Context: an optimization exercise on an open-source flow, tuned for small area, a short achievable clock period and few clock cycles. The choices shown serve that exercise and are no tape-out recipe. Only simulation tests tie the RTL to the original design; equivalence was not proved.

Setup of rev 12:
## edge_place
module edge_place (
    input  wire         clk,
    input  wire         rst,
    input  wire         cfg_we,
    input  wire [3:0]   cfg_addr,
    input  wire [63:0]  cfg_data,
    input  wire         vec_valid,
    output wire         vec_ready,
    input  wire         vec_first,
    input  wire [31:0]  vec_launch,
    input  wire [41:0]  vec_period,
    input  wire [263:0] vec_offset,
    input  wire [23:0]  vec_nano,
    output reg          ev_valid,
    input  wire         ev_ready,
    output reg  [3:0]   ev_code,
    output reg  [2:0]   ev_slot,
    output reg  [51:0]  ev_nominal,
    output reg  [41:0]  ev_tick_a,
    output reg  [9:0]   ev_tap_a,
    output reg  [41:0]  ev_tick_b,
    output reg  [9:0]   ev_tap_b
);
Settings: LEC_CHECK=0, CAP_MARGIN=20, CORE_MARGIN=2, CORE_UTILIZATION=40, PLACE_DENSITY=0.6, SLEW_MARGIN=20; clock period 14.0 ns.
run.sh (not shown) runs the stock make flow with config.mk's settings and CLKGATE_MAP_FILE= SYNTH_SCRIPT=/design/flow/synth_recipe.tcl, a recipe that flattens the netlist after the stock synthesis.
Testbench counts of rev 12, summed over its fixed seeds: cycles 14,534.
[inputs] rev 13 vs rev 12
-- flow/design.v --
<<< rev 12, line 86
    end
    wire [9:0]  c_lo   = c_rnd ? 10'h3FF : c_base[9:0];
    wire [27:0] n2l    = {1'b0, c_base[25:10], c_lo, 1'b1} + {1'b0, pick_e[25:0], c_rnd};
    wire [25:0] n2h0   = c_base[51:26] + {8'd0, pick_e[43:26]};
    wire [25:0] n2h1   = c_base[51:26] + {8'd0, pick_e[43:26]} + 26'd1;
    wire [51:0] pick_nom = {n2l[27] ? n2h1 : n2h0, n2l[26:1]};
    wire [11:0] lo_n   = {2'b0, c_lo} + {2'b0, pick_e[9:0]} + {11'd0, c_rnd};
    wire        pick_drv = (pick_code <= 4'd3);
>>> rev 13, line 86
    end
    wire [9:0]  c_lo   = c_rnd ? 10'h3FF : c_base[9:0];
    wire [52:0] n2     = {c_base[51:10], c_lo, 1'b1} + {8'd0, pick_e, c_rnd};
    wire [51:0] pick_nom = n2[52:1];
    wire [11:0] lo_n   = {2'b0, c_lo} + {2'b0, pick_e[9:0]} + {11'd0, c_rnd};
    wire        pick_drv = (pick_code <= 4'd3);
<<< rev 12, line 173
    end
    wire        s1_drv = (s1_code <= 4'd3);
    wire [7:0] lk_a, lk_b;
    wire [8:0] d_a, d_b;
    edge_pts u_pts_a (.k(s1_fa[9:6]), .drv(s1_drv), .pd(fdlin[0]), .pc(fdlin[2]), .lk(lk_a), .d(d_a));
    edge_pts u_pts_b (.k(s1_fb[9:6]), .drv(s1_drv), .pd(fdlin[1]), .pc(fdlin[3]), .lk(lk_b), .d(d_b));
    reg        s2_v;
    reg [3:0]  s2_code;
>>> rev 13, line 171
    end
    wire        s1_drv = (s1_code <= 4'd3);
    wire [127:0] pts_a = s1_drv ? fdlin[0] : fdlin[2];
    wire [127:0] pts_b = s1_drv ? fdlin[1] : fdlin[3];
    wire [7:0] lk_a, lk_b;
    wire [8:0] d_a, d_b;
    edge_pts u_pts_a (.k(s1_fa[9:6]), .points(pts_a), .lk(lk_a), .d(d_a));
    edge_pts u_pts_b (.k(s1_fb[9:6]), .points(pts_b), .lk(lk_b), .d(d_b));
    reg        s2_v;
    reg [3:0]  s2_code;
<<< rev 12, line 242
    wire [11:0] tp_a  = tp2_a[12:1];
    wire [11:0] tp_b  = tp2_b[12:1];
    wire [5:0]  tm_a = {1'b0, s3_s0_a} - 6'd1, tp1_a = {1'b0, s3_s0_a} + 6'd1;
    wire [5:0]  tm_b = {1'b0, s3_s0_b} - 6'd1, tp1_b = {1'b0, s3_s0_b} + 6'd1;
    wire        neg_a = tp_a[11], ovf_a = !tp_a[11] && tp_a[10];
    wire        neg_b = tp_b[11], ovf_b = !tp_b[11] && tp_b[10];
    wire [5:0]  t_a   = neg_a ? tm_a : (ovf_a ? tp1_a : {1'b0, s3_s0_a});
    wire [5:0]  t_b   = neg_b ? tm_b : (ovf_b ? tp1_b : {1'b0, s3_s0_b});
    wire [37:0] up   = s3_nom[51:14];
    wire [37:0] up_p = up + 38'd1;
>>> rev 13, line 242
    wire [11:0] tp_a  = tp2_a[12:1];
    wire [11:0] tp_b  = tp2_b[12:1];
    wire [5:0]  t_a   = {1'b0, s3_s0_a} - {5'd0, tp_a[11]} + {5'd0, !tp_a[11] && tp_a[10]};
    wire [5:0]  t_b   = {1'b0, s3_s0_b} - {5'd0, tp_b[11]} + {5'd0, !tp_b[11] && tp_b[10]};
    wire [37:0] up   = s3_nom[51:14];
    wire [37:0] up_p = up + 38'd1;
<<< rev 12, line 278
module edge_pts (
    input  wire [3:0]   k,
    input  wire         drv,
    input  wire [127:0] pd,
    input  wire [127:0] pc,
    output wire [7:0]   lk,
    output wire [8:0]   d
>>> rev 13, line 274
module edge_pts (
    input  wire [3:0]   k,
    input  wire [127:0] points,
    output wire [7:0]   lk,
    output wire [8:0]   d
<<< rev 12, line 286
    wire [2:0] ke = k[3:1] + {2'd0, k[0]};    
    wire [2:0] ko = k[3:1];
    wire [7:0] pe = drv ? pd[{ke, 1'b0}*8 +: 8] : pc[{ke, 1'b0}*8 +: 8];
    wire [7:0] po = drv ? pd[{ko, 1'b1}*8 +: 8] : pc[{ko, 1'b1}*8 +: 8];
    wire [7:0] lk1 = k[0] ? pe : po;
    assign lk = k[0] ? po : pe;
>>> rev 13, line 280
    wire [2:0] ke = k[3:1] + {2'd0, k[0]};    
    wire [2:0] ko = k[3:1];
    wire [7:0] pe = points[{ke, 1'b0}*8 +: 8];
    wire [7:0] po = points[{ko, 1'b1}*8 +: 8];
    wire [7:0] lk1 = k[0] ? pe : po;
    assign lk = k[0] ? po : pe;
Results
Rev 13: PASS, flow complete, no timing, DRC or antenna violations. Max fraction of the cycle the final worst path needs across rev 13 and rev 12: rev 12. Relative to rev 12, required time of the critical path has gone down in rev 13. On number of placed instances with taps included, rev 13 and rev 12 are basically level. From rev 12 to rev 13 the numbers moved as follows: xor and xnor fraction of the mapped netlist area lost 0.26 points; final standard cell utilization of the core fell by 0.18 points; met2 wire length shows a reduction of about 1.8%. The setup slack of rev 13 is larger than that of rev 12. | overall routed net length | lower: rev 13 |. In terms of synthesized area, rev 12 and rev 13 differ only marginally. Changes observed in rev 13 relative to rev 12: area growth from synthesis to final layout saw a decrease, final hold slack saw an increase, wire length of the first global-routing pass saw a decrease, initial standard-cell utilization of the core saw little to no change, via count of the first global-routing pass saw little to no change.
Testbench counts of rev 13, summed over its fixed seeds: cycles 14,534.

-- port drivers added, routing unchanged --
The results above use ideal ports. As a check the final layouts listed here were re-extracted and re-timed, cells and wires unchanged. Step 1, drivers: a clkbuf_16 drives clk and a buf_2 each remaining input, both assumed. Step 2 times the ports against the registers' clock, not the clock port: input delays grow and output delays shrink by t, the midpoint of the rising clock arrivals with the driver on. Slacks: ideal / step 1 / step 2; pairs: ideal / step 1.
run	t, ns	slack for setup (ns)	hold WS [ns]
rev 12	0.888	8.289 / 8.289 / 8.289	0.384 / 0.384 / 0.384
rev 13	0.867	8.615 / 8.615 / 8.490	0.408 / 0.408 / 0.408
After both steps every run listed still meets setup and hold. The setup slack of rev 13, which loses most, moves by 0.000 ns with the drivers and by -0.125 ns with both steps.
